Context: an optimization exercise on an open-source flow, tuned for small area. The choices shown serve that exercise and are no tape-out recipe.
Where RTL was checked, it was by simulation tests only, not by an equivalence proof against the original.
Function not checked in runs 1 and 2: the RTL went through the layout flow alone.

**flow/run.sh**
```bash
#!/bin/bash
# synth_recipe.tcl (not shown) runs the flow's synth.tcl, then flattens the netlist and writes it again
# the make line also repeats each setting of config.mk as NAME=value (left out here)
make -C /OpenROAD-flow-scripts/flow DESIGN_CONFIG=/design/flow/config.mk WORK_HOME=/design/flow/orfs CLKGATE_MAP_FILE= SYNTH_SCRIPT=/design/flow/synth_recipe.tcl finish
```
**flow/config.mk**
```make
export PLATFORM = sky130hd
export DESIGN_NAME = cis_ecc
export DESIGN_NICKNAME = cis_ecc
export VERILOG_FILES = /design/flow/design.v
export SDC_FILE = /design/flow/constraint.sdc
export NUM_CORES = 4
export LEC_CHECK = 0
export CAP_MARGIN = 20
export CORE_MARGIN = 2
export CORE_UTILIZATION = 40
export SLEW_MARGIN = 20
```
**flow/constraint.sdc**
```tcl
create_clock -name core_clock -period 5.5 [get_ports {clk}]
set_input_delay 1.1000 -clock core_clock [delete_from_list [all_inputs] [get_ports {clk}]]
set_output_delay 1.1000 -clock core_clock [all_outputs]
set_load 0.01 [all_outputs]
```
**flow/design.v**
```verilog
module cis_ecc (
    input  wire        clk,
    input  wire        rst_n,
    input  wire        wr_valid,
    input  wire [63:0] wr_data,
    input  wire        wr_poison,
    input  wire [15:0] wr_inj,
    output wire         wc_valid,
    output wire  [15:0] wc_check,
    input  wire        rd_valid,
    input  wire [63:0] rd_data,
    input  wire [15:0] rd_check,
    output reg          rr_valid,
    output reg   [63:0] rr_data,
    output reg          rr_ce,
    output reg          rr_ue,
    output reg   [4:0]  rr_sym
);
    wire we_0 = wr_data[50] ^ wr_data[54];
    wire we_1 = wr_data[23] ^ wr_data[39];
    wire we_2 = wr_data[22] ^ wr_data[38];
    wire we_3 = wr_data[17] ^ wr_data[21];
    wire we_4 = wr_data[15] ^ wr_data[55];
    wire we_5 = wr_data[13] ^ wr_data[53];
    wire we_6 = wr_data[48] ^ wr_data[52];
    wire we_7 = wr_data[18] ^ we_2;
    wire we_8 = wr_data[16] ^ wr_data[20];
    wire we_9 = wr_data[9] ^ we_5;
    wire we_10 = wr_data[14] ^ we_0;
    wire we_11 = wr_data[6] ^ wr_data[34];
    wire we_12 = wr_data[5] ^ wr_data[49];
    wire we_13 = wr_data[0] ^ wr_data[36];
    wire we_14 = wr_data[47] ^ wr_data[62];
    wire we_15 = wr_data[12] ^ we_1;
    wire we_16 = wr_data[51] ^ we_4;
    wire we_17 = wr_data[32] ^ we_6;
    wire we_18 = wr_data[37] ^ we_3;
    wire we_19 = wr_data[2] ^ we_7;
    wire we_20 = wr_data[11] ^ wr_data[27];
    wire we_21 = wr_data[4] ^ wr_data[58];
    wire we_22 = wr_data[46] ^ wr_data[61];
    wire we_23 = wr_data[19] ^ wr_data[63];
    wire we_24 = we_8 ^ we_22;
    wire we_25 = wr_data[1] ^ we_14;
    wire we_26 = wr_data[33] ^ we_12;
    wire we_27 = wr_data[57] ^ we_9;
    wire we_28 = wr_data[10] ^ we_10;
    wire we_29 = wr_data[8] ^ wr_data[45];
    wire we_30 = wr_data[7] ^ wr_data[35];
    wire we_31 = wr_data[28] ^ wr_data[60];
    wire we_32 = wr_data[43] ^ we_20;
    wire we_33 = wr_data[59] ^ we_26;
    wire we_34 = we_13 ^ we_17;
    wire we_35 = wr_data[30] ^ we_19;
    wire we_36 = we_15 ^ we_33;
    wire we_37 = wr_data[40] ^ wr_data[44];
    wire we_38 = wr_data[3] ^ wr_data[25];
    wire we_39 = wr_data[26] ^ wr_data[42];
    wire we_40 = wr_data[29] ^ we_23;
    wire we_41 = wr_data[49] ^ we_21;
    wire we_42 = wr_data[41] ^ we_29;
    wire we_43 = wr_data[31] ^ we_1;
    wire we_44 = we_18 ^ we_25;
    wire we_45 = we_11 ^ we_16;
    wire we_46 = we_24 ^ we_31;
    wire we_47 = we_18 ^ we_27;
    wire we_48 = wr_data[11] ^ wr_data[56];
    wire we_49 = wr_data[4] ^ wr_data[56];
    wire we_50 = wr_data[13] ^ wr_data[28];
    wire we_51 = wr_data[24] ^ wr_data[63];
    wire we_52 = wr_data[6] ^ wr_data[44];
    wire we_53 = wr_data[27] ^ wr_data[38];
    wire we_54 = wr_data[29] ^ wr_data[45];
    wire we_55 = wr_data[35] ^ wr_data[47];
    wire we_56 = wr_data[14] ^ wr_data[54];
    wire we_57 = we_13 ^ we_53;
    wire we_58 = wr_data[24] ^ we_49;
    wire we_59 = wr_data[0] ^ we_48;
    wire we_60 = we_30 ^ we_38;
    wire we_61 = we_0 ^ we_50;
    wire we_62 = wr_data[19] ^ we_4;
    wire we_63 = we_24 ^ we_39;
    wire we_64 = wr_data[59] ^ we_16;
    wire we_65 = we_32 ^ we_51;
    wire we_66 = wr_data[60] ^ we_60;
    wire we_67 = we_41 ^ we_55;
    wire we_68 = we_40 ^ we_61;
    wire we_69 = wr_data[3] ^ we_43;
    wire we_70 = we_6 ^ we_42;
    wire we_71 = we_8 ^ we_58;
    wire we_72 = we_3 ^ we_25;
    wire we_73 = wr_data[21] ^ we_17;
    wire we_74 = we_15 ^ we_65;
    wire we_75 = we_28 ^ we_44;
    wire we_76 = we_46 ^ we_52;
    wire we_77 = we_7 ^ we_34;
    wire we_78 = we_9 ^ we_63;
    wire we_79 = we_11 ^ we_35;
    wire we_80 = wr_data[53] ^ we_36;
    wire we_81 = wr_data[8] ^ wr_data[12];
    wire we_82 = we_31 ^ we_37;
    wire we_83 = we_81 ^ we_82;
    wire we_84 = we_71 ^ we_34;
    wire we_85 = we_83 ^ we_84;
    wire we_86 = wr_data[1] ^ wr_data[25];
    wire we_87 = wr_data[41] ^ wr_data[61];
    wire we_88 = we_54 ^ we_86;
    wire we_89 = we_87 ^ we_26;
    wire we_90 = we_88 ^ we_89;
    wire we_91 = we_47 ^ we_90;
    wire we_92 = wr_data[46] ^ wr_data[58];
    wire we_93 = wr_data[62] ^ we_39;
    wire we_94 = we_92 ^ we_93;
    wire we_95 = we_28 ^ we_94;
    wire we_96 = we_95 ^ we_79;
    wire we_97 = wr_data[47] ^ we_23;
    wire we_98 = we_30 ^ we_32;
    wire we_99 = we_97 ^ we_64;
    wire we_100 = we_69 ^ we_98;
    wire we_101 = we_99 ^ we_100;
    wire we_102 = wr_data[36] ^ wr_data[42];
    wire we_103 = we_12 ^ we_20;
    wire we_104 = we_102 ^ we_103;
    wire we_105 = we_68 ^ we_70;
    wire we_106 = we_71 ^ we_19;
    wire we_107 = we_45 ^ we_104;
    wire we_108 = we_105 ^ we_106;
    wire we_109 = we_107 ^ we_108;
    wire we_110 = wr_data[15] ^ wr_data[16];
    wire we_111 = wr_data[34] ^ wr_data[46];
    wire we_112 = we_56 ^ we_110;
    wire we_113 = we_111 ^ we_112;
    wire we_114 = we_66 ^ we_70;
    wire we_115 = we_113 ^ we_74;
    wire we_116 = we_35 ^ we_47;
    wire we_117 = we_114 ^ we_115;
    wire we_118 = we_116 ^ we_117;
    wire we_119 = wr_data[10] ^ wr_data[17];
    wire we_120 = wr_data[40] ^ we_38;
    wire we_121 = we_56 ^ we_119;
    wire we_122 = we_43 ^ we_62;
    wire we_123 = we_120 ^ we_121;
    wire we_124 = we_67 ^ we_122;
    wire we_125 = we_123 ^ we_78;
    wire we_126 = we_77 ^ we_124;
    wire we_127 = we_125 ^ we_126;
    wire we_128 = wr_data[4] ^ wr_data[18];
    wire we_129 = wr_data[26] ^ wr_data[28];
    wire we_130 = wr_data[41] ^ wr_data[48];
    wire we_131 = we_37 ^ we_128;
    wire we_132 = we_129 ^ we_130;
    wire we_133 = we_32 ^ we_62;
    wire we_134 = we_131 ^ we_132;
    wire we_135 = we_133 ^ we_134;
    wire we_136 = we_75 ^ we_135;
    wire we_137 = we_80 ^ we_136;
    wire we_138 = wr_data[16] ^ wr_data[23];
    wire we_139 = wr_data[43] ^ wr_data[48];
    wire we_140 = we_30 ^ we_138;
    wire we_141 = we_139 ^ we_57;
    wire we_142 = we_140 ^ we_72;
    wire we_143 = we_27 ^ we_28;
    wire we_144 = we_45 ^ we_141;
    wire we_145 = we_142 ^ we_143;
    wire we_146 = we_144 ^ we_145;
    wire we_147 = wr_data[20] ^ wr_data[37];
    wire we_148 = wr_data[50] ^ we_11;
    wire we_149 = we_14 ^ we_37;
    wire we_150 = we_147 ^ we_41;
    wire we_151 = we_148 ^ we_149;
    wire we_152 = we_73 ^ we_19;
    wire we_153 = we_27 ^ we_150;
    wire we_154 = we_151 ^ we_74;
    wire we_155 = we_152 ^ we_153;
    wire we_156 = we_154 ^ we_155;
    wire we_157 = wr_data[36] ^ wr_data[51];
    wire we_158 = we_2 ^ we_5;
    wire we_159 = we_21 ^ we_23;
    wire we_160 = we_157 ^ we_42;
    wire we_161 = we_158 ^ we_159;
    wire we_162 = we_66 ^ we_73;
    wire we_163 = we_28 ^ we_160;
    wire we_164 = we_161 ^ we_36;
    wire we_165 = we_162 ^ we_163;
    wire we_166 = we_164 ^ we_165;
    wire we_167 = wr_data[8] ^ wr_data[22];
    wire we_168 = wr_data[37] ^ wr_data[52];
    wire we_169 = we_167 ^ we_168;
    wire we_170 = we_10 ^ we_59;
    wire we_171 = we_169 ^ we_45;
    wire we_172 = we_170 ^ we_78;
    wire we_173 = we_36 ^ we_171;
    wire we_174 = we_172 ^ we_173;
    wire we_175 = wr_data[7] ^ wr_data[26];
    wire we_176 = wr_data[33] ^ wr_data[57];
    wire we_177 = wr_data[61] ^ we_29;
    wire we_178 = we_175 ^ we_176;
    wire we_179 = we_177 ^ we_178;
    wire we_180 = we_68 ^ we_69;
    wire we_181 = we_72 ^ we_34;
    wire we_182 = we_179 ^ we_180;
    wire we_183 = we_181 ^ we_79;
    wire we_184 = we_182 ^ we_183;
    wire we_185 = wr_data[26] ^ wr_data[45];
    wire we_186 = wr_data[51] ^ wr_data[55];
    wire we_187 = we_185 ^ we_186;
    wire we_188 = we_10 ^ we_57;
    wire we_189 = we_187 ^ we_67;
    wire we_190 = we_188 ^ we_76;
    wire we_191 = we_47 ^ we_189;
    wire we_192 = we_190 ^ we_191;
    wire we_193 = wr_data[5] ^ wr_data[7];
    wire we_194 = wr_data[24] ^ wr_data[27];
    wire we_195 = wr_data[39] ^ we_21;
    wire we_196 = we_54 ^ we_193;
    wire we_197 = we_194 ^ we_195;
    wire we_198 = we_196 ^ we_64;
    wire we_199 = we_46 ^ we_197;
    wire we_200 = we_75 ^ we_77;
    wire we_201 = we_198 ^ we_199;
    wire we_202 = we_200 ^ we_201;
    wire we_203 = wr_data[25] ^ wr_data[32];
    wire we_204 = we_203 ^ we_16;
    wire we_205 = we_40 ^ we_59;
    wire we_206 = we_44 ^ we_204;
    wire we_207 = we_205 ^ we_76;
    wire we_208 = we_35 ^ we_206;
    wire we_209 = we_80 ^ we_207;
    wire we_210 = we_208 ^ we_209;
    wire [15:0] w_enc = {we_210, we_202, we_192, we_184, we_174, we_166, we_156, we_146, we_137, we_127, we_118, we_109, we_101, we_96, we_91, we_85};
    wire [15:0] w_chk = w_enc ^ wr_inj ^ {11'd0, wr_poison, 3'd0, wr_poison};
    assign wc_valid = wr_valid & rst_n;
    assign wc_check = w_chk;
    wire rs_0 = rd_data[50] ^ rd_data[54];
    wire rs_1 = rd_data[23] ^ rd_data[39];
    wire rs_2 = rd_data[22] ^ rd_data[38];
    wire rs_3 = rd_data[17] ^ rd_data[21];
    wire rs_4 = rd_data[15] ^ rd_data[55];
    wire rs_5 = rd_data[13] ^ rd_data[53];
    wire rs_6 = rd_data[48] ^ rd_data[52];
    wire rs_7 = rd_data[18] ^ rs_2;
    wire rs_8 = rd_data[16] ^ rd_data[20];
    wire rs_9 = rd_data[9] ^ rs_5;
    wire rs_10 = rd_data[14] ^ rs_0;
    wire rs_11 = rd_data[6] ^ rd_data[34];
    wire rs_12 = rd_data[5] ^ rd_data[49];
    wire rs_13 = rd_data[0] ^ rd_data[36];
    wire rs_14 = rd_data[47] ^ rd_data[62];
    wire rs_15 = rd_data[12] ^ rs_1;
    wire rs_16 = rd_data[51] ^ rs_4;
    wire rs_17 = rd_data[32] ^ rs_6;
    wire rs_18 = rd_data[37] ^ rs_3;
    wire rs_19 = rd_data[2] ^ rs_7;
    wire rs_20 = rd_data[11] ^ rd_data[27];
    wire rs_21 = rd_data[4] ^ rd_data[58];
    wire rs_22 = rd_data[46] ^ rd_data[61];
    wire rs_23 = rd_data[19] ^ rd_data[63];
    wire rs_24 = rs_8 ^ rs_22;
    wire rs_25 = rd_data[1] ^ rs_14;
    wire rs_26 = rd_data[33] ^ rs_12;
    wire rs_27 = rd_data[57] ^ rs_9;
    wire rs_28 = rd_data[10] ^ rs_10;
    wire rs_29 = rd_data[8] ^ rd_data[45];
    wire rs_30 = rd_data[7] ^ rd_data[35];
    wire rs_31 = rd_data[28] ^ rd_data[60];
    wire rs_32 = rd_data[43] ^ rs_20;
    wire rs_33 = rd_data[59] ^ rs_26;
    wire rs_34 = rs_13 ^ rs_17;
    wire rs_35 = rd_data[30] ^ rs_19;
    wire rs_36 = rs_15 ^ rs_33;
    wire rs_37 = rd_data[40] ^ rd_data[44];
    wire rs_38 = rd_data[3] ^ rd_data[25];
    wire rs_39 = rd_data[26] ^ rd_data[42];
    wire rs_40 = rd_data[29] ^ rs_23;
    wire rs_41 = rd_data[49] ^ rs_21;
    wire rs_42 = rd_data[41] ^ rs_29;
    wire rs_43 = rd_data[31] ^ rs_1;
    wire rs_44 = rs_18 ^ rs_25;
    wire rs_45 = rs_11 ^ rs_16;
    wire rs_46 = rs_24 ^ rs_31;
    wire rs_47 = rs_18 ^ rs_27;
    wire rs_48 = rd_data[11] ^ rd_data[56];
    wire rs_49 = rd_data[4] ^ rd_data[56];
    wire rs_50 = rd_data[13] ^ rd_data[28];
    wire rs_51 = rd_data[24] ^ rd_data[63];
    wire rs_52 = rd_data[6] ^ rd_data[44];
    wire rs_53 = rd_data[27] ^ rd_data[38];
    wire rs_54 = rd_data[29] ^ rd_data[45];
    wire rs_55 = rd_data[35] ^ rd_data[47];
    wire rs_56 = rd_data[14] ^ rd_data[54];
    wire rs_57 = rs_13 ^ rs_53;
    wire rs_58 = rd_data[24] ^ rs_49;
    wire rs_59 = rd_data[0] ^ rs_48;
    wire rs_60 = rs_30 ^ rs_38;
    wire rs_61 = rs_0 ^ rs_50;
    wire rs_62 = rd_data[19] ^ rs_4;
    wire rs_63 = rs_24 ^ rs_39;
    wire rs_64 = rd_data[59] ^ rs_16;
    wire rs_65 = rs_32 ^ rs_51;
    wire rs_66 = rd_data[60] ^ rs_60;
    wire rs_67 = rs_41 ^ rs_55;
    wire rs_68 = rs_40 ^ rs_61;
    wire rs_69 = rd_data[3] ^ rs_43;
    wire rs_70 = rs_6 ^ rs_42;
    wire rs_71 = rs_8 ^ rs_58;
    wire rs_72 = rs_3 ^ rs_25;
    wire rs_73 = rd_data[21] ^ rs_17;
    wire rs_74 = rs_15 ^ rs_65;
    wire rs_75 = rs_28 ^ rs_44;
    wire rs_76 = rs_46 ^ rs_52;
    wire rs_77 = rs_7 ^ rs_34;
    wire rs_78 = rs_9 ^ rs_63;
    wire rs_79 = rs_11 ^ rs_35;
    wire rs_80 = rd_data[53] ^ rs_36;
    wire rs_81 = rd_check[0] ^ rd_data[8];
    wire rs_82 = rd_data[12] ^ rs_31;
    wire rs_83 = rs_37 ^ rs_81;
    wire rs_84 = rs_82 ^ rs_83;
    wire rs_85 = rs_71 ^ rs_34;
    wire rs_86 = rs_84 ^ rs_85;
    wire rs_87 = rd_data[1] ^ rd_check[1];
    wire rs_88 = rd_data[25] ^ rd_data[41];
    wire rs_89 = rd_data[61] ^ rs_54;
    wire rs_90 = rs_87 ^ rs_88;
    wire rs_91 = rs_26 ^ rs_89;
    wire rs_92 = rs_90 ^ rs_91;
    wire rs_93 = rs_47 ^ rs_92;
    wire rs_94 = rd_check[2] ^ rd_data[46];
    wire rs_95 = rd_data[58] ^ rd_data[62];
    wire rs_96 = rs_39 ^ rs_94;
    wire rs_97 = rs_95 ^ rs_96;
    wire rs_98 = rs_28 ^ rs_97;
    wire rs_99 = rs_98 ^ rs_79;
    wire rs_100 = rd_check[3] ^ rd_data[47];
    wire rs_101 = rs_23 ^ rs_30;
    wire rs_102 = rs_100 ^ rs_32;
    wire rs_103 = rs_101 ^ rs_64;
    wire rs_104 = rs_69 ^ rs_102;
    wire rs_105 = rs_103 ^ rs_104;
    wire rs_106 = rd_data[36] ^ rd_data[42];
    wire rs_107 = rd_check[4] ^ rs_12;
    wire rs_108 = rs_20 ^ rs_106;
    wire rs_109 = rs_107 ^ rs_108;
    wire rs_110 = rs_68 ^ rs_70;
    wire rs_111 = rs_71 ^ rs_19;
    wire rs_112 = rs_45 ^ rs_109;
    wire rs_113 = rs_110 ^ rs_111;
    wire rs_114 = rs_112 ^ rs_113;
    wire rs_115 = rd_data[15] ^ rd_data[16];
    wire rs_116 = rd_data[34] ^ rd_data[46];
    wire rs_117 = rd_check[5] ^ rs_56;
    wire rs_118 = rs_115 ^ rs_116;
    wire rs_119 = rs_117 ^ rs_118;
    wire rs_120 = rs_66 ^ rs_70;
    wire rs_121 = rs_119 ^ rs_74;
    wire rs_122 = rs_35 ^ rs_47;
    wire rs_123 = rs_120 ^ rs_121;
    wire rs_124 = rs_122 ^ rs_123;
    wire rs_125 = rd_data[10] ^ rd_data[17];
    wire rs_126 = rd_data[40] ^ rd_check[6];
    wire rs_127 = rs_56 ^ rs_38;
    wire rs_128 = rs_125 ^ rs_126;
    wire rs_129 = rs_62 ^ rs_43;
    wire rs_130 = rs_127 ^ rs_128;
    wire rs_131 = rs_67 ^ rs_129;
    wire rs_132 = rs_130 ^ rs_77;
    wire rs_133 = rs_78 ^ rs_131;
    wire rs_134 = rs_132 ^ rs_133;
    wire rs_135 = rd_data[4] ^ rd_data[18];
    wire rs_136 = rd_data[26] ^ rd_data[28];
    wire rs_137 = rd_data[41] ^ rd_data[48];
    wire rs_138 = rd_check[7] ^ rs_37;
    wire rs_139 = rs_135 ^ rs_136;
    wire rs_140 = rs_137 ^ rs_62;
    wire rs_141 = rs_32 ^ rs_138;
    wire rs_142 = rs_139 ^ rs_140;
    wire rs_143 = rs_141 ^ rs_75;
    wire rs_144 = rs_142 ^ rs_80;
    wire rs_145 = rs_143 ^ rs_144;
    wire rs_146 = rd_data[16] ^ rd_data[23];
    wire rs_147 = rd_data[43] ^ rd_data[48];
    wire rs_148 = rd_check[8] ^ rs_30;
    wire rs_149 = rs_146 ^ rs_147;
    wire rs_150 = rs_57 ^ rs_148;
    wire rs_151 = rs_149 ^ rs_72;
    wire rs_152 = rs_27 ^ rs_28;
    wire rs_153 = rs_45 ^ rs_150;
    wire rs_154 = rs_151 ^ rs_152;
    wire rs_155 = rs_153 ^ rs_154;
    wire rs_156 = rd_data[20] ^ rd_data[37];
    wire rs_157 = rd_data[50] ^ rd_check[9];
    wire rs_158 = rs_11 ^ rs_14;
    wire rs_159 = rs_37 ^ rs_156;
    wire rs_160 = rs_157 ^ rs_41;
    wire rs_161 = rs_158 ^ rs_159;
    wire rs_162 = rs_73 ^ rs_19;
    wire rs_163 = rs_27 ^ rs_160;
    wire rs_164 = rs_161 ^ rs_74;
    wire rs_165 = rs_162 ^ rs_163;
    wire rs_166 = rs_164 ^ rs_165;
    wire rs_167 = rd_data[36] ^ rd_data[51];
    wire rs_168 = rd_check[10] ^ rs_2;
    wire rs_169 = rs_5 ^ rs_21;
    wire rs_170 = rs_23 ^ rs_167;
    wire rs_171 = rs_42 ^ rs_168;
    wire rs_172 = rs_169 ^ rs_170;
    wire rs_173 = rs_66 ^ rs_73;
    wire rs_174 = rs_28 ^ rs_171;
    wire rs_175 = rs_172 ^ rs_36;
    wire rs_176 = rs_173 ^ rs_174;
    wire rs_177 = rs_175 ^ rs_176;
    wire rs_178 = rd_data[8] ^ rd_data[22];
    wire rs_179 = rd_data[37] ^ rd_data[52];
    wire rs_180 = rd_check[11] ^ rs_178;
    wire rs_181 = rs_179 ^ rs_59;
    wire rs_182 = rs_10 ^ rs_180;
    wire rs_183 = rs_45 ^ rs_181;
    wire rs_184 = rs_182 ^ rs_78;
    wire rs_185 = rs_36 ^ rs_183;
    wire rs_186 = rs_184 ^ rs_185;
    wire rs_187 = rd_data[7] ^ rd_data[26];
    wire rs_188 = rd_data[33] ^ rd_data[57];
    wire rs_189 = rd_data[61] ^ rd_check[12];
    wire rs_190 = rs_29 ^ rs_187;
    wire rs_191 = rs_188 ^ rs_189;
    wire rs_192 = rs_190 ^ rs_191;
    wire rs_193 = rs_68 ^ rs_69;
    wire rs_194 = rs_72 ^ rs_34;
    wire rs_195 = rs_192 ^ rs_193;
    wire rs_196 = rs_194 ^ rs_79;
    wire rs_197 = rs_195 ^ rs_196;
    wire rs_198 = rd_data[26] ^ rd_data[45];
    wire rs_199 = rd_data[51] ^ rd_data[55];
    wire rs_200 = rd_check[13] ^ rs_198;
    wire rs_201 = rs_199 ^ rs_57;
    wire rs_202 = rs_10 ^ rs_200;
    wire rs_203 = rs_67 ^ rs_201;
    wire rs_204 = rs_202 ^ rs_76;
    wire rs_205 = rs_47 ^ rs_203;
    wire rs_206 = rs_204 ^ rs_205;
    wire rs_207 = rd_data[5] ^ rd_data[7];
    wire rs_208 = rd_data[24] ^ rd_data[27];
    wire rs_209 = rd_data[39] ^ rd_check[14];
    wire rs_210 = rs_54 ^ rs_21;
    wire rs_211 = rs_207 ^ rs_208;
    wire rs_212 = rs_209 ^ rs_210;
    wire rs_213 = rs_211 ^ rs_64;
    wire rs_214 = rs_46 ^ rs_212;
    wire rs_215 = rs_75 ^ rs_77;
    wire rs_216 = rs_213 ^ rs_214;
    wire rs_217 = rs_215 ^ rs_216;
    wire rs_218 = rd_data[25] ^ rd_data[32];
    wire rs_219 = rd_check[15] ^ rs_218;
    wire rs_220 = rs_59 ^ rs_16;
    wire rs_221 = rs_40 ^ rs_219;
    wire rs_222 = rs_44 ^ rs_220;
    wire rs_223 = rs_221 ^ rs_76;
    wire rs_224 = rs_35 ^ rs_222;
    wire rs_225 = rs_80 ^ rs_223;
    wire rs_226 = rs_224 ^ rs_225;
    wire [15:0] syn = {rs_226, rs_217, rs_206, rs_197, rs_186, rs_177, rs_166, rs_155, rs_145, rs_134, rs_124, rs_114, rs_105, rs_99, rs_93, rs_86};
    wire [3:0] s0 = syn[3:0], s1 = syn[7:4], s2 = syn[11:8], s3 = syn[15:12];
    wire nz0 = |s0, nz1 = |s1, nz2 = |s2, nz3 = |s3;
    wire l1 = s0[0];
    wire l2 = s0[1];
    wire l3 = s0[0] ^ s0[1];
    wire l4 = s0[2];
    wire l5 = s0[0] ^ s0[2];
    wire l6 = s0[1] ^ s0[2];
    wire l7 = s0[0] ^ s0[1] ^ s0[2];
    wire l8 = s0[3];
    wire l9 = s0[0] ^ s0[3];
    wire l10 = s0[1] ^ s0[3];
    wire l11 = s0[0] ^ s0[1] ^ s0[3];
    wire l12 = s0[2] ^ s0[3];
    wire l13 = s0[0] ^ s0[2] ^ s0[3];
    wire l14 = s0[1] ^ s0[2] ^ s0[3];
    wire l15 = s0[0] ^ s0[1] ^ s0[2] ^ s0[3];
    wire eq1_1 = (s1 == {l8, l4, l2, l1});
    wire eq1_2 = (s1 == {l4, l2, l9, l8});
    wire eq1_3 = (s1 == {l12, l6, l11, l9});
    wire eq1_4 = (s1 == {l2, l9, l12, l4});
    wire eq1_5 = (s1 == {l10, l13, l14, l5});
    wire eq1_7 = (s1 == {l14, l15, l7, l13});
    wire eq1_8 = (s1 == {l9, l12, l6, l2});
    wire eq1_9 = (s1 == {l1, l8, l4, l3});
    wire eq1_10 = (s1 == {l13, l14, l15, l10});
    wire eq1_12 = (s1 == {l11, l5, l10, l6});
    wire eq1_13 = (s1 == {l3, l1, l8, l7});
    wire eq1_15 = (s1 == {l7, l3, l1, l15});
    wire eq2_0 = ~nz2;
    wire eq2_2 = (s2 == {l4, l2, l9, l8});
    wire eq2_4 = (s2 == {l2, l9, l12, l4});
    wire eq2_5 = (s2 == {l10, l13, l14, l5});
    wire eq2_6 = (s2 == {l6, l11, l5, l12});
    wire eq2_7 = (s2 == {l14, l15, l7, l13});
    wire eq2_8 = (s2 == {l9, l12, l6, l2});
    wire eq2_9 = (s2 == {l1, l8, l4, l3});
    wire eq2_10 = (s2 == {l13, l14, l15, l10});
    wire eq2_12 = (s2 == {l11, l5, l10, l6});
    wire eq2_14 = (s2 == {l15, l7, l3, l14});
    wire eq3_0 = ~nz3;
    wire eq3_1 = (s3 == {l8, l4, l2, l1});
    wire eq3_4 = (s3 == {l2, l9, l12, l4});
    wire eq3_5 = (s3 == {l10, l13, l14, l5});
    wire eq3_6 = (s3 == {l6, l11, l5, l12});
    wire eq3_7 = (s3 == {l14, l15, l7, l13});
    wire eq3_8 = (s3 == {l9, l12, l6, l2});
    wire eq3_10 = (s3 == {l13, l14, l15, l10});
    wire eq3_13 = (s3 == {l3, l1, l8, l7});
    wire eq3_14 = (s3 == {l15, l7, l3, l14});
    wire eq3_15 = (s3 == {l7, l3, l1, l15});
    wire m0 = nz0 & eq1_4 & eq2_9 & eq3_15;
    wire m1 = nz0 & eq1_13 & eq2_6 & eq3_6;
    wire m2 = nz0 & eq1_3 & eq2_12 & eq3_1;
    wire m3 = nz0 & eq1_10 & eq2_14 & eq3_8;
    wire m4 = nz0 & eq1_7 & eq2_9 & eq3_14;
    wire m5 = nz0 & eq1_5 & eq2_10 & eq3_14;
    wire m6 = nz0 & eq1_3 & eq2_2 & eq3_4;
    wire m7 = nz0 & eq1_9 & eq2_0 & eq3_15;
    wire m8 = nz0 & eq1_4 & eq2_6 & eq3_13;
    wire m9 = nz0 & eq1_5 & eq2_5 & eq3_7;
    wire m10 = nz0 & eq1_12 & eq2_2 & eq3_0;
    wire m11 = nz0 & eq1_8 & eq2_2 & eq3_10;
    wire m12 = nz0 & eq1_15 & eq2_7 & eq3_5;
    wire m13 = nz0 & eq1_7 & eq2_14 & eq3_5;
    wire m14 = nz0 & eq1_1 & eq2_8 & eq3_8;
    wire m15 = nz0 & eq1_2 & eq2_4 & eq3_14;
    wire m16 = nz0 & ~nz1 & ~nz2 & ~nz3;
    wire m17 = ~nz0 & nz1 & ~nz2 & ~nz3;
    wire m18 = ~nz0 & ~nz1 & nz2 & ~nz3;
    wire m19 = ~nz0 & ~nz1 & ~nz2 & nz3;
    wire [19:0] match = {m19, m18, m17, m16, m15, m14, m13, m12, m11, m10, m9, m8, m7, m6, m5, m4, m3, m2, m1, m0};
    wire ce = |match;
    wire ue = (nz0 | nz1 | nz2 | nz3) & ~ce;
    wire sy0 = m1 | m3 | m5 | m7 | m9 | m11 | m13 | m15 | m17 | m19;
    wire sy1 = m2 | m3 | m6 | m7 | m10 | m11 | m14 | m15 | m18 | m19;
    wire sy2 = m4 | m5 | m6 | m7 | m12 | m13 | m14 | m15;
    wire sy3 = m8 | m9 | m10 | m11 | m12 | m13 | m14 | m15;
    wire sy4 = m16 | m17 | m18 | m19;
    wire [63:0] fix = {{4{m15}} & s0, {4{m14}} & s0, {4{m13}} & s0, {4{m12}} & s0, {4{m11}} & s0, {4{m10}} & s0, {4{m9}} & s0, {4{m8}} & s0, {4{m7}} & s0, {4{m6}} & s0, {4{m5}} & s0, {4{m4}} & s0, {4{m3}} & s0, {4{m2}} & s0, {4{m1}} & s0, {4{m0}} & s0};
    wire [63:0] cor = rd_data ^ fix;
    always @(posedge clk) begin
        if (!rst_n) rr_valid <= 1'b0;
        else        rr_valid <= rd_valid;
        rr_data <= cor;
        rr_ce   <= ce;
        rr_ue   <= ue;
        rr_sym  <= {sy4, sy3, sy2, sy1, sy0};
    end
endmodule
```
==> metrics.md, run 1 <==
| Metric | Value |
|---|---|
| Multi-input logic area | between 7000 and 8000 sq um |
| Die Span X | 156 microns |
| Antenna Violating Nets Remaining | 0 |
| Synth Instances | about 940 |
| Reg area | between 1000 and 1500 sq um |
| Top-Level Pins | roughly 250 |
| Critical Path AT | ~5.5 ns |
| Max-Slew Margin vs Limit | about three fifths |
| Worst Path Required | about 5.7 ns |
| Syn nets | 1111 |
| Synth Area in Simple Gates | between 10% and 20% |
| Clk buf depth | 2 |
| Vias in the first global route | about 8000 |
| Vias | 7931 |
| Row count | 55 |
| Diode count | 0 |
| Crit share post-route | 95.4% |
| Commonest non-fill, non-tap cell in the layout | xnor2_1 |
| Startpoint Class | input port |
| Remaining Overflow, GRT | 0 |
| Most area-consuming cells after synthesis | xnor2_1 (35%), dfxtp_1 (16%), xnor3_1 (15%), xor2_1 (9.6%), nand2_1 (3.0%) |
| GP Congestion | roughly 0.99 |
| RSZ-0062 raised after global routing | no |
| Adder and majority cell fraction of the synthesized area | less than 1% |
| Syn. warnings | 1 |
| Register bit count reported by yosys | 72 |
| CTS Hold Bufs | 0 |
| Synth cell types | 63 |
| Via density | 5.01 |
| Worst Slack Setup Final | between 0.2 and 0.3 ns |
| First-pass GRT wire length | about 50 mm |
| Layout Nets | roughly 1500 |
| Crit path kind | in2reg |
| Top cell type's share of synthesized area | approximately a third |
| GRT Overall Usage | 29.2% |
| Core Box Area | about 23000 sq um |
| Num CTS Buffers | 9 |
| Final Hold Viols | 0 |
| Ys async rst share | 0% |
| Worst-path clk slew | ~0.06 ns |
| CTS tree | done |
| CP Capture Type | flop |
| Actual slew at the worst max-slew pin | approximately 0.59 ns |
| # fillers | between 2000 and 2500 |
| 1st-pass router iterations | 5 |
| Initial DRC count | between 400 and 500 |
| Die ar. | 24500 sq um |
| Slew Limit Fails | 0 |
| Fin crit period | 5.24 ns |
| Yosys top cell by area | xnor2_1 |
| Mean post-synth cell area | 9.84 sq um |
| CTS Root Cell | clkbuf_16 |
| Maximum Capacitance Violations | 0 |
| Area Growth Syn to Fin | 43.2% |
| Largest net degree at the start of global routing | 19 |
| Setup bufs post-CTS | 0 |
| Detailed Route WL | about 36 mm |
| Most frequent cells in the layout | xnor2_1 (367), clkdlybuf4s50_1 (253), buf_4 (125) |
| Chip height | ~160 microns |
| Mux share of post-synthesis cell area | less than 1% |
| Synth Area in Compound Gates | between 3 and 4% |
| Post-synth EDFFs | 0 |
| HPWL after detailed placement | roughly 30 mm |
| Place WS | -0.0296 ns |
| Worst hold path class | in2reg |
| Initial cell density of the core | about 41% |
| # clock sinks | 72 |
| Status | no timing/DRC/antenna violations |
| Layout cell share with drive strength beyond 1 | 13.6% |
| Top FF cell, synth | dfxtp_1 |
| Fmax | ~0.19 GHz |
| Register area share after synthesis | 15.5% |
| Initial antenna violation count | 0 |
| WL per Instance | about 23 microns |
| Final setup vio count | 0 |
| XOR/XNOR share of the synthesized area | about 66% |
| Post-detailed-route DRC marker count | 0 |
| Largest fanout on the critical path | 5 |
| Port bufs | 253 |
| Post-CTS sizing | 0 |
| H-tree depth | 3 |
| Synth Cell Area | 9290 sq um |
| Largest family of logic cells by synthesized area | XOR/XNOR gates |
cell usage after synthesis (all sizes together), types with 4 or more instances:
cell type / n
xor3: 11
and3: 9
clkbuf: 15
and2: 7
nor4: 7
nor2: 39
mux2i: 8
o21ai: 5
nand4: 8
nor3: 18
or4: 6
nand2b: 4
xor2: 104
a21oi: 8
dfxtp: 72
or4b: 4
xnor2: 378
nand3: 12
xnor3: 66
buf: 29
nand2: 73
inv: 4
or3: 4
nor3b: 5
per-stage QoR:
| step | util, % | TNS [ns] | std cells | hold slack, ns | cell area (sq um) |
|---|---|---|---|---|---|
| 2_1_floorplan | - | 0 | 944 | 1.20 | 9290 |
| 3_3_place_gp | 57.3 | -0.0237 | 1568 | 1.70 | 13000 |
| 3_5_place_dp | 57.3 | -0.0533 | 1568 | 1.70 | 13000 |
| 4_1_cts | 58.6 | 0 | 1584 | 1.37 | 13300 |
| 5_1_grt | 58.6 | 0 | 1584 | 1.38 | 13300 |
| 6_report | 58.6 | 0 | 1584 | 1.38 | 13300 |
registers in the layout, indices dropped and copies added, names as in the netlist:
signal and count:
rr_valid 1, rr_ce 1, rr_ue 1, rr_data 64, rr_sym 5
routing by layer:
metal / wire, microns / up-vias / track usage (%)
met5: 0 / - / 0
met4: 1170 / 0 / 10.4
met3: 3190 / 59 / 7.09
met2: 17400 / 413 / 52.2
met1: 14100 / 3657 / 34.1
li1: - / 3802 / -
worst max-delay path: stages:
cell and delay (ns):
clkdlybuf4s50_1 0.67, xor3_1 0.53, xnor3_1 0.36, xor2_1 0.34, xnor3_1 0.62, xnor2_1 0.27
nor4b_1 0.32, nand3_1 0.20, or4_1 0.54, and2b_1 0.19, nand4b_1 0.11, and4b_1 0.22
worst paths after layout:
path / startpoint / to / slack [ns] / cells past startpoint
max: rd_data[12] / rr_ue / 0.26 / 12
min: rst_n / rr_valid / 1.38 / 2
logic make-up after synthesis:
logic type | count (synthesis)
muxes | 8
xor gates and xnor gates | 559
DFF | 72
adders and majority gates | 2
and+or+nand+nor | 215
AOI/OAI and AO/OA | 39
buffers and inverters | 49
final cells by class:
| class | instances | area share [%] |
|---|---|---|
| flip-flops and latches | 72 | 10.8 |
| repair buffers | 383 | 26.9 |
| multi-input cells | 823 | 57.3 |
| inverters | 5 | 0.160 |
| well taps | 285 | 2.68 |
| clock buffers | 9 | 1.69 |
| clock inverters | 7 | 0.518 |
==> inputs of run 2 (changes only) <==
==> flow/flow/run.sh (new file) <==
#!/bin/bash
# The standard layout, with buf_1 cells as the port buffers (the standard
# flow's default choice, a delay buffer, is larger and slower).
set -euo pipefail
bash standard.sh "BUFFER_PORTS_ARGS=-buffer_cell sky130_fd_sc_hd__buf_1" finish > standard_flow.log 2>&1
==> flow/standard.sh (new file) <==
#!/bin/bash
# synth_recipe.tcl (not shown) runs the flow's synth.tcl, then flattens the netlist and writes it again
# the make line also repeats each setting of config.mk as NAME=value (left out here)
make -C /OpenROAD-flow-scripts/flow DESIGN_CONFIG=/design/flow/config.mk WORK_HOME=/design/flow/orfs CLKGATE_MAP_FILE= SYNTH_SCRIPT=/design/flow/synth_recipe.tcl "${@:-finish}"
removed: flow/run.sh
==> run 2 against run 1 <==
Compared with the run above:
- die area is the same
- wire length shrank 9.7%
- maximum frequency shrank 0.93%
- non-clock buffer count shrank 56
- count of clock-buffer cells in the layout is the same
- worst hold slack lost 0.42 ns
- first-iteration DRC count grew 2.9%
- global-route usage shrank 3.1 points
==> metrics.md, run 2 <==
| Metric | Value |
|---|---|
| Status | no timing/DRC/antenna violations (unchanged) |
| Final Non-Filler Cells | 1528 (was 1584) |
| Register bit count reported by yosys | 72 (unchanged) |
| Port bufs | 253 (unchanged) |
| First-pass GRT wire length | 46.9 mm (was 51.5 mm) |
| CTS tree | done (unchanged) |
| Placed Area | 10900 sq um (was 13000 sq um) |
| Clk buf depth | 2 (unchanged) |
| Layout Nets | 1405 (was 1461) |
| Largest net degree at the start of global routing | 22 (was 19) |
| Top-Level Pins | 254 (unchanged) |
| Crit-path cells | buf_1 -> xnor3_2 -> xnor2_1 -> xnor3_1 -> xnor3_1 -> xnor2_1 -> or3b_2 -> a22oi_1 -> nor3b_1 -> buf_4 -> nand2_1 -> xnor2_1 (was clkdlybuf4s50_1 -> xor3_1 -> xnor3_1 -> xor2_1 -> xnor3_1 -> xnor2_1 -> nor4b_1 -> nand3_1 -> or4_1 -> and2b_1 -> nand4b_1 -> and4b_1) |
| Final Util | 49.6% (was 58.6%) |
| Crit path launch | rd_data[55] (was rd_data[12]) |
| CP max-delay cell | nor3b_1 (was clkdlybuf4s50_1) |
| 1st-pass router iterations | 5 (unchanged) |
| Via density | 5.06 (was 5.01) |
| CTS Root Cell | clkbuf_16 (unchanged) |
| Worst Path Required | 5.73 ns (was 5.74 ns) |
| Mean post-synth cell area | 9.84 sq um (unchanged) |
| Critical Path AT | 5.52 ns (was 5.48 ns) |
| Detailed Route WL | 32.3 mm (was 35.8 mm) |
| RSZ-0062 raised after global routing | no (unchanged) |
| Initial cell density of the core | 40.9% (unchanged) |
| Die Span X | 156 microns (unchanged) |
| Die ar. | 24500 sq um (unchanged) |
| Num CTS Buffers | 9 (unchanged) |
| Setup TNS | 0 ns (unchanged) |
| Maximum Capacitance Violations | 0 (unchanged) |
| Slew Limit Fails | 0 (unchanged) |
| CTS Hold Bufs | 0 (unchanged) |
| Final setup vio count | 0 (unchanged) |
| Max-Slew Margin vs Limit | 45.5% (was 60.2%) |
| Vias in the first global route | 7734 (was 8055) |
| # clock sinks | 72 (unchanged) |
| Final Hold Viols | 0 (unchanged) |
| Area Growth Syn to Fin | 21.4% (was 43.2%) |
| Row count | 55 (unchanged) |
| H-tree depth | 3 (unchanged) |
| Most area-consuming cells after synthesis | xnor2_1 (35%), dfxtp_1 (16%), xnor3_1 (15%), xor2_1 (9.6%), nand2_1 (3.0%) (unchanged) |
| Setup bufs post-CTS | 0 (unchanged) |
| Post-detailed-route DRC marker count | 0 (unchanged) |
| Fin Hold WS | 0.960 ns (was 1.38 ns) |
| Actual slew at the worst max-slew pin | 0.815 ns (was 0.592 ns) |
| Register area share after synthesis | 15.5% (unchanged) |
| Largest fanout on the critical path | 11 (was 5) |
| Worst hold path class | in2reg (unchanged) |
| Reg with most FFs | rr_data (unchanged) |
| Final Instance Area | 11300 sq um (was 13300 sq um) |
| Commonest cells post-synth | xnor2_1 (367), xor2_1 (102), nand2_1 (73), dfxtp_1 (72), xnor3_1 (61) (unchanged) |
| CP endpoint | rr_data[55] (was rr_ue) |
| Synth Instances | 944 (unchanged) |
| Diode count | 0 (unchanged) |
| Worst Slack Setup Final | 0.206 ns (was 0.255 ns) |
| Vias | 7736 (was 7931) |
| Core Box Area | 22700 sq um (unchanged) |
| Crit share post-route | 96.3% (was 95.4%) |
| GRT Overall Usage | 26.1% (was 29.2%) |
| Ys async rst share | 0% (unchanged) |
| Remaining Overflow, GRT | 0 (unchanged) |
| Syn nets | 1111 (unchanged) |
| Post-synth EDFFs | 0 (unchanged) |
| Commonest non-fill, non-tap cell in the layout | xnor2_1 (unchanged) |
| Place WS | -0.0858 ns (was -0.0296 ns) |
| WL per Instance | 21.2 microns (was 22.6 microns) |
| Syn. warnings | 1 (unchanged) |
| Initial DRC count | 489 (was 475) |
| Antenna Violating Nets Remaining | 0 (unchanged) |
| Top cell type's share of synthesized area | 34.6% (unchanged) |
| Worst-path clk slew | 0.06 ns (about the same) |
| CP peak stage delay | 0.72 ns (was 0.67 ns) |
| Fmax | 0.189 GHz (was 0.191 GHz) |
| Startpoint Class | input port (unchanged) |
| Largest register FFs | 64 (unchanged) |
| GP Congestion | 0.964 (was 0.990) |
| Synth cell types | 63 (unchanged) |
| HPWL after detailed placement | 27.3 mm (was 30.4 mm) |
| Post-Place Cells | 1512 (was 1568) |
| # fillers | 2226 (was 2039) |
| Synth Cell Area | 9290 sq um (unchanged) |
| Most used cell, CP | xnor2_1 (was xnor3_1) |
| Yosys top cell by area | xnor2_1 (unchanged) |
| Top-count cell post-synth | xnor2_1 (unchanged) |
| Chip height | 156 microns (unchanged) |
| Initial antenna violation count | 0 (unchanged) |
| Post-CTS sizing | 0 (unchanged) |
| Fin crit period | 5.29 ns (was 5.24 ns) |
| Largest regs | rr_data (64), rr_sym (5) (unchanged) |
| CP Capture Type | flop (unchanged) |
| Crit path kind | in2reg (unchanged) |
| Layout cell share with drive strength beyond 1 | 9.81% (was 13.6%) |
| Most frequent cells in the layout | xnor2_1 (366), buf_1 (253), xor2_1 (102) (was xnor2_1 (367), clkdlybuf4s50_1 (253), buf_4 (125)) |
| Top FF cell, synth | dfxtp_1 (unchanged) |
-- run 2: cell families after synthesis --
kind of cell,Yosys count,share of synthesized area (%)
DFF,72,15.5
buffers and inverters,49,2.51
xor gates and xnor gates,559,65.6
muxes,8,0.862
adders and majority gates,2,0.269
AOI/OAI and AO/OA,39,3.29
and+or+nand+nor,215,11.9
-- run 2: worst min path at each step --
| stage | startpoint | to | slack, ns | cells after the start |
|---|---|---|---|---|
| floorplan | rd_data[12] | rr_data[12] | 1.20 | 1 |
| global placement | rd_valid | rr_valid | 1.31 | 2 |
| detailed placement | rd_valid | rr_valid | 1.30 | 2 |
| CTS | rd_valid | rr_valid | 0.95 | 2 |
| global route | rd_valid | rr_valid | 0.97 | 2 |
| finish | rd_valid | rr_valid | 0.96 | 2 |
-- run 2: per-layer routing --
layer | track usage (%) | share of wire, % | up-vias
li1 | - | - | 3685
met1 | 32.1 | 41 | 3580
met2 | 45.5 | 48 | 403
met3 | 3.71 | 7.4 | 68
met4 | 11.8 | 4.2 | 0
met5 | 0 | 0 | -
-- run 2: final cells by class --
cell class              instances  area, sq um  share of cell area [%]
multi-input cells             823         7620                    67.6
clock inverters                 7          101                   0.899
well taps                     285          357                    3.16
inverters                       5         21.3                   0.189
clock buffers                   9          225                    2.00
repair buffers                327         1510                    13.4
flip-flops and latches         72         1440                    12.8
-- run 2: worst max-delay path, delay by kind of cell --
family / cells / cell delay [ns]
XOR/XNOR: 6 / 2.31
buffers and inverters: 2 / 0.49
AND/OR/NAND/NOR: 3 / 1.29
AO/OA/AOI/OAI: 1 / 0.32
==> inputs of run 3 (changes only) <==
--- a/flow/design.v
+++ b/flow/design.v
@@ -11,10 +11,10 @@
     input  wire [63:0] rd_data,
     input  wire [15:0] rd_check,
     output reg          rr_valid,
-    output reg   [63:0] rr_data,
-    output reg          rr_ce,
-    output reg          rr_ue,
-    output reg   [4:0]  rr_sym
+    output wire  [63:0] rr_data,
+    output wire         rr_ce,
+    output wire         rr_ue,
+    output wire  [4:0]  rr_sym
 );
     wire we_0 = wr_data[50] ^ wr_data[54];
     wire we_1 = wr_data[23] ^ wr_data[39];
@@ -458,7 +458,15 @@
     wire rs_224 = rs_35 ^ rs_222;
     wire rs_225 = rs_80 ^ rs_223;
     wire rs_226 = rs_224 ^ rs_225;
-    wire [15:0] syn = {rs_226, rs_217, rs_206, rs_197, rs_186, rs_177, rs_166, rs_155, rs_145, rs_134, rs_124, rs_114, rs_105, rs_99, rs_93, rs_86};
+    wire [15:0] syn_in = {rs_226, rs_217, rs_206, rs_197, rs_186, rs_177, rs_166, rs_155, rs_145, rs_134, rs_124, rs_114, rs_105, rs_99, rs_93, rs_86};
+    reg [15:0] syn;
+    reg [63:0] r1_data;
+    always @(posedge clk) begin
+        if (!rst_n) rr_valid <= 1'b0;
+        else        rr_valid <= rd_valid;
+        r1_data <= rd_data;
+        syn     <= syn_in;
+    end
     wire [3:0] s0 = syn[3:0], s1 = syn[7:4], s2 = syn[11:8], s3 = syn[15:12];
     wire nz0 = |s0, nz1 = |s1, nz2 = |s2, nz3 = |s3;
     wire l1 = s0[0];
@@ -533,19 +541,16 @@
     wire [19:0] match = {m19, m18, m17, m16, m15, m14, m13, m12, m11, m10, m9, m8, m7, m6, m5, m4, m3, m2, m1, m0};
     wire ce = |match;
     wire ue = (nz0 | nz1 | nz2 | nz3) & ~ce;
-    wire sy0 = m1 | m3 | m5 | m7 | m9 | m11 | m13 | m15 | m17 | m19;
-    wire sy1 = m2 | m3 | m6 | m7 | m10 | m11 | m14 | m15 | m18 | m19;
-    wire sy2 = m4 | m5 | m6 | m7 | m12 | m13 | m14 | m15;
-    wire sy3 = m8 | m9 | m10 | m11 | m12 | m13 | m14 | m15;
-    wire sy4 = m16 | m17 | m18 | m19;
+    wire [4:0] sy;
+    assign sy[0] = m1 | m3 | m5 | m7 | m9 | m11 | m13 | m15 | m17 | m19;
+    assign sy[1] = m2 | m3 | m6 | m7 | m10 | m11 | m14 | m15 | m18 | m19;
+    assign sy[2] = m4 | m5 | m6 | m7 | m12 | m13 | m14 | m15;
+    assign sy[3] = m8 | m9 | m10 | m11 | m12 | m13 | m14 | m15;
+    assign sy[4] = m16 | m17 | m18 | m19;
     wire [63:0] fix = {{4{m15}} & s0, {4{m14}} & s0, {4{m13}} & s0, {4{m12}} & s0, {4{m11}} & s0, {4{m10}} & s0, {4{m9}} & s0, {4{m8}} & s0, {4{m7}} & s0, {4{m6}} & s0, {4{m5}} & s0, {4{m4}} & s0, {4{m3}} & s0, {4{m2}} & s0, {4{m1}} & s0, {4{m0}} & s0};
-    wire [63:0] cor = rd_data ^ fix;
-    always @(posedge clk) begin
-        if (!rst_n) rr_valid <= 1'b0;
-        else        rr_valid <= rd_valid;
-        rr_data <= cor;
-        rr_ce   <= ce;
-        rr_ue   <= ue;
-        rr_sym  <= {sy4, sy3, sy2, sy1, sy0};
-    end
+    wire [63:0] cor = r1_data ^ fix;
+    assign rr_data  = cor;
+    assign rr_ce    = ce;
+    assign rr_ue    = ue;
+    assign rr_sym   = sy;
 endmodule
==> run 3 against run 2 <==
Compared with the run above:
- still clean
- non-clock buffer count is 63 lower
- synthesized area is 2.4% lower
- sequential share of layout area is 2.8 points higher
- cell area is 7.4% lower
- critical endpoint is now rr_ue
==> metrics.md, run 3 <==
| Metric | Value |
|---|---|
| Syn. warnings | 1 (unchanged) |
| Top FF cell, synth | dfxtp_1 (unchanged) |
| Chip height | 155 microns (was 156 microns) |
| Fin Hold WS | 0.902 ns (was 0.960 ns) |
| GRT Overall Usage | 23.5% (was 26.1%) |
| 1st-pass router iterations | 6 (was 5) |
| Area Growth Syn to Fin | 15.1% (was 21.4%) |
| Yosys top cell by area | xnor2_1 (unchanged) |
| Synth cell types | 61 (was 63) |
| Crit-path cells | inv_1 -> ha_1 -> xnor2_1 -> nand3_1 -> nand3b_1 -> nor4_2 -> nor4_1 -> nand4_2 -> a41oi_2 -> buf_1 (was buf_1 -> xnor3_2 -> xnor2_1 -> xnor3_1 -> xnor3_1 -> xnor2_1 -> or3b_2 -> a22oi_1 -> nor3b_1 -> buf_4 -> nand2_1 -> xnor2_1) |
| Maximum Capacitance Violations | 0 (unchanged) |
| Largest fanout on the critical path | 19 (was 11) |
| First-pass GRT wire length | 43.1 mm (was 46.9 mm) |
| Top-Level Pins | 254 (unchanged) |
| # clock sinks | 81 (was 72) |
| Worst Path Required | 4.40 ns (was 5.73 ns) |
| Setup TNS | 0 ns (unchanged) |
| Syn nets | 1152 (was 1111) |
| Setup bufs post-CTS | 0 (unchanged) |
| Actual slew at the worst max-slew pin | 0.975 ns (was 0.815 ns) |
| Layout Nets | 1379 (was 1405) |
| Ys async rst share | 0% (unchanged) |
| Die ar. | 23900 sq um (was 24500 sq um) |
| Remaining Overflow, GRT | 0 (unchanged) |
| CTS tree | done (unchanged) |
| CTS Hold Bufs | 0 (unchanged) |
| Detailed Route WL | 28.3 mm (was 32.3 mm) |
| Clk buf depth | 2 (unchanged) |
| Status | no timing/DRC/antenna violations (unchanged) |
| Most frequent cells in the layout | xnor2_1 (455), buf_1 (253), xor2_1 (128) (was xnor2_1 (366), buf_1 (253), xor2_1 (102)) |
| Top cell type's share of synthesized area | 44.0% (was 34.6%) |
| Vias in the first global route | 7366 (was 7734) |
| Synth Instances | 985 (was 944) |
| Commonest non-fill, non-tap cell in the layout | xnor2_1 (unchanged) |
| Post-CTS sizing | 0 (unchanged) |
| WL per Instance | 18.9 microns (was 21.2 microns) |
| Synth Cell Area | 9060 sq um (was 9290 sq um) |
| Worst-path clk slew | 0.06 ns (about the same) |
| Register bit count reported by yosys | 81 (was 72) |
| HPWL after detailed placement | 23.4 mm (was 27.3 mm) |
| Initial DRC count | 429 (was 489) |
| Slew Limit Fails | 0 (unchanged) |
| CTS Root Cell | clkbuf_16 (unchanged) |
| Initial cell density of the core | 40.4% (was 40.9%) |
| Critical Path AT | 3.76 ns (was 5.52 ns) |
| Largest register FFs | 64 (unchanged) |
| Largest net degree at the start of global routing | 42 (was 22) |
| Via density | 4.84 (was 5.06) |
| Crit share post-route | 88.4% (was 96.3%) |
| Post-synth EDFFs | 0 (unchanged) |
| CP Capture Type | output pin (was flop) |
| Port bufs | 253 (unchanged) |
| Initial antenna violation count | 0 (unchanged) |
| Final setup vio count | 0 (unchanged) |
| Worst hold path class | in2reg (unchanged) |
| H-tree depth | 3 (unchanged) |
| GP Congestion | 0.946 (was 0.964) |
| Reg with most FFs | r1_data (was rr_data) |
| Die Span X | 155 microns (was 156 microns) |
| Fmax | 0.206 GHz (was 0.189 GHz) |
| Layout cell share with drive strength beyond 1 | 6.17% (was 9.81%) |
| Num CTS Buffers | 9 (unchanged) |
| Crit path kind | reg2out (was in2reg) |
| Mean post-synth cell area | 9.20 sq um (was 9.84 sq um) |
| Top-count cell post-synth | xnor2_1 (unchanged) |
| Vias | 7271 (was 7736) |
| Commonest cells post-synth | xnor2_1 (455), xor2_1 (128), dfxtp_1 (81), nand2_1 (72), nor3_1 (23) (was xnor2_1 (367), xor2_1 (102), nand2_1 (73), dfxtp_1 (72), xnor3_1 (61)) |
| Register area share after synthesis | 17.9% (was 15.5%) |
| Largest regs | r1_data (64), syn (16), rr_valid (1) (was rr_data (64), rr_sym (5)) |
| CP peak stage delay | 0.85 ns (was 0.72 ns) |
| Antenna Violating Nets Remaining | 0 (unchanged) |
| Row count | 55 (unchanged) |
| Core Box Area | 22400 sq um (was 22700 sq um) |
| Startpoint Class | flop (was input port) |
| Post-Place Cells | 1486 (was 1512) |
| Final Non-Filler Cells | 1501 (was 1528) |
| RSZ-0062 raised after global routing | no (unchanged) |
| Final Util | 46.5% (was 49.6%) |
| Max-Slew Margin vs Limit | 34.4% (was 45.5%) |
| Diode count | 0 (unchanged) |
| Final Hold Viols | 0 (unchanged) |
| Most area-consuming cells after synthesis | xnor2_1 (44%), dfxtp_1 (18%), xor2_1 (12%), nand2_1 (3.0%), buf_6 (1.5%) (was xnor2_1 (35%), dfxtp_1 (16%), xnor3_1 (15%), xor2_1 (9.6%), nand2_1 (3.0%)) |
| CP max-delay cell | nor4_2 (was nor3b_1) |
| Fin crit period | 4.86 ns (was 5.29 ns) |
| Post-detailed-route DRC marker count | 0 (unchanged) |
## run 3: cell types whose count changed in the layout (fill, tap and decap cells not counted), moves of 6 or more
cell | before | now
buf_4 | 74 | 11
xor3_1 | 11 | 0
mux2i_1 | 8 | 1
xor2_1 | 102 | 128
and3_1 | 9 | 15
xnor3_1 | 61 | 2
dfxtp_1 | 72 | 78
nor3_2 | 0 | 6
nor4_4 | 0 | 6
nor2_1 | 39 | 12
xnor2_1 | 366 | 455
## run 3: stage by stage
step / setup slack (ns) / cell area (sq um)
floorplan: 1.15 / 9060
global placement: 0.978 / 10100
detailed placement: 0.986 / 10100
CTS: 0.628 / 10400
global route: 0.273 / 10400
finish: 0.639 / 10400
## run 3: path summary, 6_finish.rpt
path,to,slack [ns],depth (start not counted),start
worst min-delay path,r1_data[14],0.90,1,rd_data[14]
worst max-delay path,rr_ue,0.64,10,syn[3]
## run 3: routing by layer
layer  wire, microns  track usage (%)  vias to the layer above
met4             832             8.42                        0
met3            1340             2.80                       47
met2           14100             41.6                      238
met1           12000             29.5                     3382
li1                -                -                     3604
met5               0                0                        -
## run 3: area by class of cell
type,count,area (sq um)
multi-input cells,850,7100
fillers,2274,12000
inverters,6,22.5
flip-flops and latches,81,1630
clock inverters,4,52.6
clock buffers,11,243
well taps,285,357
repair buffers,264,1030
## run 3: worst max-delay path: cells and delay by family, from the launching register on
kind            cells  cell delay (ns)
simple gates        5             1.54
compound gates      1             0.04
xor+xnor            1             0.17
fa+ha+maj           1             0.63
buf+inv             2             0.39
flops               1             0.62
## run 3: logic make-up (layout without fill, tap and decap cells)
| kind of cell | count (synthesis) | count (layout) | synth area share [%] |
|---|---|---|---|
| buf+inv | 54 | 285 | 3.77 |
| xor+xnor | 602 | 602 | 60.3 |
| fa+ha+maj | 2 | 2 | 0.276 |
| mux | 2 | 2 | 0.359 |
| simple gates | 201 | 201 | 13.1 |
| flops | 81 | 81 | 17.9 |
| compound gates | 43 | 43 | 4.35 |
==> inputs of run 4 (changes only) <==
==> flow/flow/run.sh (replaced) <==
#!/bin/bash
# The standard layout with two changes:
#  - synthesis is the standard flow's own script (synth_recipe.tcl, run unchanged), except
#    that its ABC mapping step uses flow/area.abc, an area-oriented mapping;
#  - buf_1 cells as the port buffers (the default pick is a larger, slower
#    delay buffer).
set -euo pipefail
work=$PWD
{
  echo "# synth_recipe.tcl with its abc call pointed at flow/area.abc"
  echo "proc abc {args} {"
  echo "  set i [lsearch -exact \$args -script]"
  echo "  if {\$i >= 0} { lset args [expr {\$i + 1}] $work/flow/area.abc }"
  echo "  yosys abc {*}\$args"
  echo "}"
  cat "$work/synth_recipe.tcl"
} > "$work/own_synth.tcl"
bash standard.sh "SYNTH_SCRIPT=$work/own_synth.tcl" \
  "BUFFER_PORTS_ARGS=-buffer_cell sky130_fd_sc_hd__buf_1" finish > standard_flow.log 2>&1
==> flow/flow/area.abc (new file) <==
&get -n
&st
&synch2
&nf -R 1000 -p
&put
==> run 4 against run 3 <==
Compared with the run above:
- maximum frequency fell by 5.2%
- setup slack got worse by 0.27 ns
- critical path depth up 6
- still clean on timing, DRC and antenna
==> metrics.md, run 4 <==
| Metric | Value |
|---|---|
| Initial DRC count | 569 (was 429) |
| CTS Hold Bufs | 0 (unchanged) |
| Top sig layer | met4 (unchanged) |
| Critical Path AT | 4.03 ns (was 3.76 ns) |
| H-tree depth | 3 (unchanged) |
| Met1 WL | 11.7 mm (was 12.0 mm) |
| Top-Level Pins | 254 (unchanged) |
| Final setup vio count | 0 (unchanged) |
| Worst hold path class | in2reg (unchanged) |
| Most area-consuming cells after synthesis | xnor2_1 (51%), dfxtp_1 (20%), xor2_1 (18%), nand2_1 (3.4%), nor3_1 (1.4%) (was xnor2_1 (44%), dfxtp_1 (18%), xor2_1 (12%), nand2_1 (3.0%), buf_6 (1.5%)) |
| Fin Hold WS | 0.898 ns (was 0.902 ns) |
| Initial antenna violation count | 0 (unchanged) |
| Actual slew at the worst max-slew pin | 1.17 ns (was 0.975 ns) |
| Top cell type's share of synthesized area | 51.4% (was 44.0%) |
| Yosys top cell by area | xnor2_1 (unchanged) |
| Post-synth EDFFs | 0 (unchanged) |
| Commonest cells post-synth | xnor2_1 (475), xor2_1 (162), dfxtp_1 (81), nand2_1 (73), nor3_1 (22) (was xnor2_1 (455), xor2_1 (128), dfxtp_1 (81), nand2_1 (72), nor3_1 (23)) |
| Num CTS Buffers | 9 (unchanged) |
| GP Congestion | 0.935 (was 0.946) |
| First-pass GRT wire length | 41.1 mm (was 43.1 mm) |
| Crit path kind | reg2out (unchanged) |
| Antenna Violating Nets Remaining | 0 (unchanged) |
| CTS Root Cell | clkbuf_16 (unchanged) |
| Post-detailed-route DRC marker count | 0 (unchanged) |
| Synth Cell Area | 8090 sq um (was 9060 sq um) |
| Reg with most FFs | r1_data (unchanged) |
| Core Box Area | 20000 sq um (was 22400 sq um) |
| CP peak stage delay | 0.95 ns (was 0.85 ns) |
| Max-Slew Margin vs Limit | 21.3% (was 34.4%) |
| Met3 Routed Length | 1.98 mm (was 1.34 mm) |
| Row count | 52 (was 55) |
| Register area share after synthesis | 20.0% (was 17.9%) |
| # clock sinks | 81 (unchanged) |
| 1st-pass router iterations | 7 (was 6) |
| Top-count cell post-synth | xnor2_1 (unchanged) |
| Die Span X | 146 microns (was 155 microns) |
| Largest register FFs | 64 (unchanged) |
| Port bufs | 253 (unchanged) |
| Register bit count reported by yosys | 81 (unchanged) |
| Most frequent cells in the layout | xnor2_1 (474), buf_1 (253), xor2_1 (162) (was xnor2_1 (455), buf_1 (253), xor2_1 (128)) |
| Maximum Capacitance Violations | 0 (unchanged) |
| Remaining Overflow, GRT | 0 (unchanged) |
| HPWL after detailed placement | 22.4 mm (was 23.4 mm) |
| Area Growth Syn to Fin | 21.7% (was 15.1%) |
| CP Capture Type | output pin (unchanged) |
| GRT Overall Usage | 25.0% (was 23.5%) |
| Initial cell density of the core | 40.4% (about the same) |
| Top FF cell, synth | dfxtp_1 (unchanged) |
| Synth cell types | 25 (was 61) |
| Worst Path Required | 4.40 ns (about the same) |
| WL per Instance | 18.6 microns (was 18.9 microns) |
| CTS tree | done (unchanged) |
| Clk buf depth | 2 (unchanged) |
| WP buf/inv | 5 (was 2) |
| Startpoint Class | flop (unchanged) |
| Largest regs | r1_data (64), syn (16), rr_valid (1) (unchanged) |
| Setup TNS | 0 ns (unchanged) |
| Synth Instances | 899 (was 985) |
| RSZ-0062 raised after global routing | no (unchanged) |
| Mean post-synth cell area | 9.00 sq um (was 9.20 sq um) |
| Vias in the first global route | 7220 (was 7366) |
| Slew Limit Fails | 0 (unchanged) |
| Crit share post-route | 93.2% (was 88.4%) |
| Syn nets | 1066 (was 1152) |
| Largest net degree at the start of global routing | 30 (was 42) |
| Layout Nets | 1352 (was 1379) |
| Fin crit period | 5.13 ns (was 4.86 ns) |
| Post-CTS sizing | 0 (unchanged) |
| Largest fanout on the critical path | 10 (was 19) |
| Worst-path clk slew | 0.07 ns (was 0.06 ns) |
| CP max-delay cell | nor3_1 (was nor4_2) |
| Worst path top cell family by delay | simple AND/OR/NAND/NOR gates (unchanged) |
| Layout cell share with drive strength beyond 1 | 3.36% (was 6.17%) |
| Commonest non-fill, non-tap cell in the layout | xnor2_1 (unchanged) |
| Die ar. | 21400 sq um (was 23900 sq um) |
| Diode count | 0 (unchanged) |
| Met2 routed WL | 12.8 mm (was 14.1 mm) |
| Crit-path cells | clkinv_1 -> ha_1 -> buf_4 -> xnor2_2 -> buf_4 -> xnor2_1 -> buf_4 -> xnor2_1 -> nor3_1 -> nand3_1 -> nor3_1 -> nor2_1 -> nand3_1 -> or3_1 -> a31oi_1 -> buf_1 (was inv_1 -> ha_1 -> xnor2_1 -> nand3_1 -> nand3b_1 -> nor4_2 -> nor4_1 -> nand4_2 -> a41oi_2 -> buf_1) |
| Final Hold Viols | 0 (unchanged) |
| Via density | 4.88 (was 4.84) |
| Detailed Route WL | 27.2 mm (was 28.3 mm) |
| Syn. warnings | 1 (unchanged) |
| Vias | 7131 (was 7271) |
| Setup bufs post-CTS | 0 (unchanged) |
| Most used cell, CP | buf_4 |
| Ys async rst share | 0% (unchanged) |
| Fmax | 0.195 GHz (was 0.206 GHz) |
| Chip height | 146 microns (was 155 microns) |
| Status | no timing/DRC/antenna violations (unchanged) |
## run 4: cell count changes after synthesis, sizes merged, moves of 5 or more
| cell | before | now |
|---|---|---|
| or4 | 6 | 1 |
| nor3 | 30 | 22 |
| inv | 6 | 0 |
| xnor2 | 463 | 475 |
| nand4 | 8 | 16 |
| o21ai | 8 | 2 |
| xor2 | 137 | 162 |
| nand2b | 5 | 0 |
| nor4 | 18 | 13 |
| clkbuf | 7 | 0 |
| and3 | 16 | 5 |
| buf | 41 | 0 |
## run 4: layout make-up
class,count,area [sq um]
Multi-Input combinational cell,814,6470
Sequential cell,81,1620
Inverter,4,15.0
Clock buffer,9,225
Clock inverter,7,62.6
Timing Repair Buffer,275,1110
Fill cell,2008,10200
Tap cell,270,338
## run 4: path summary, 6_finish.rpt
kind	startpoint	endpoint	slack (ns)	cells after the start
min	rd_data[9]	r1_data[9]	0.90	1
max	syn[0]	rr_ue	0.37	16
## run 4: cell families (layout without fill, tap and decap cells)
family / count (synthesis) / in the layout / share of synthesized area (%)
adders and majority gates: 2 / 2 / 0.309
and+or+nand+nor: 164 / 164 / 9.60
DFF: 81 / 81 / 20.0
buffers and inverters: 4 / 295 / 0.186
xor gates and xnor gates: 637 / 637 / 69.0
AOI/OAI and AO/OA: 11 / 11 / 0.912
## run 4: metrics by stage
stage | instances | instance area (sq um) | setup slack, ns | utilization [%]
after global placement | 1444 | 9550 | 0.615 | 47.7
final | 1460 | 9850 | 0.372 | 49.1
after global routing | 1460 | 9850 | 0.195 | 49.1
after floorplan | 899 | 8100 | 0.110 | -
after CTS | 1460 | 9850 | 0.420 | 49.1
after detailed placement | 1444 | 9560 | 0.844 | 47.7
## run 4: metal layers
layer / global-route usage (%) / vias up
met3: 4.72 / 60
met5: 0 / -
met2: 41.5 / 323
met4: 7.77 / 0
li1: - / 3415
met1: 32.8 / 3333

port drivers added, routing unchanged:
The flow's constraints put no driver on any port. The routed layouts listed below were extracted and timed again, unchanged, in two steps. Step 1 (the two cells are an assumption about what drives the block):
set clk [get_ports {clk}]
set_driving_cell -lib_cell sky130_fd_sc_hd__clkbuf_16 $clk
set_driving_cell -lib_cell sky130_fd_sc_hd__buf_2 [delete_from_list [all_inputs] $clk]
Step 2 also shifts input and output timing later by t, the mid clock arrival at the registers, as if the neighbouring blocks saw the same clock. Slacks: ideal ports / drivers / drivers and shift; pairs: ideal ports / drivers.
| run | t (ns) | setup WS [ns] | worst setup path at the end | latest minus earliest clock arrival (ns) | worst data-port slew with drivers (ns) |
|---|---|---|---|---|---|
| run 1 | 0.393 | 0.255 / 0.264 / -0.129 | input to register | 0.013 / 0.013 | 0.06 |
| run 2 | 0.387 | 0.206 / 0.215 / -0.171 | input to register | 0.011 / 0.011 | 0.05 |
| run 3 | 0.378 | 0.639 / 0.600 / 0.978 | register to output | 0.008 / 0.009 | 0.06 |
| run 4 | 0.381 | 0.372 / 0.338 / 0.719 | register to output | 0.011 / 0.012 | 0.06 |
With both steps, setup timing fails in run 1 and run 2, where it was met with ideal ports. For run 1, which loses most, drivers alone change the setup slack by +0.009 ns; drivers and shift together by -0.384 ns.
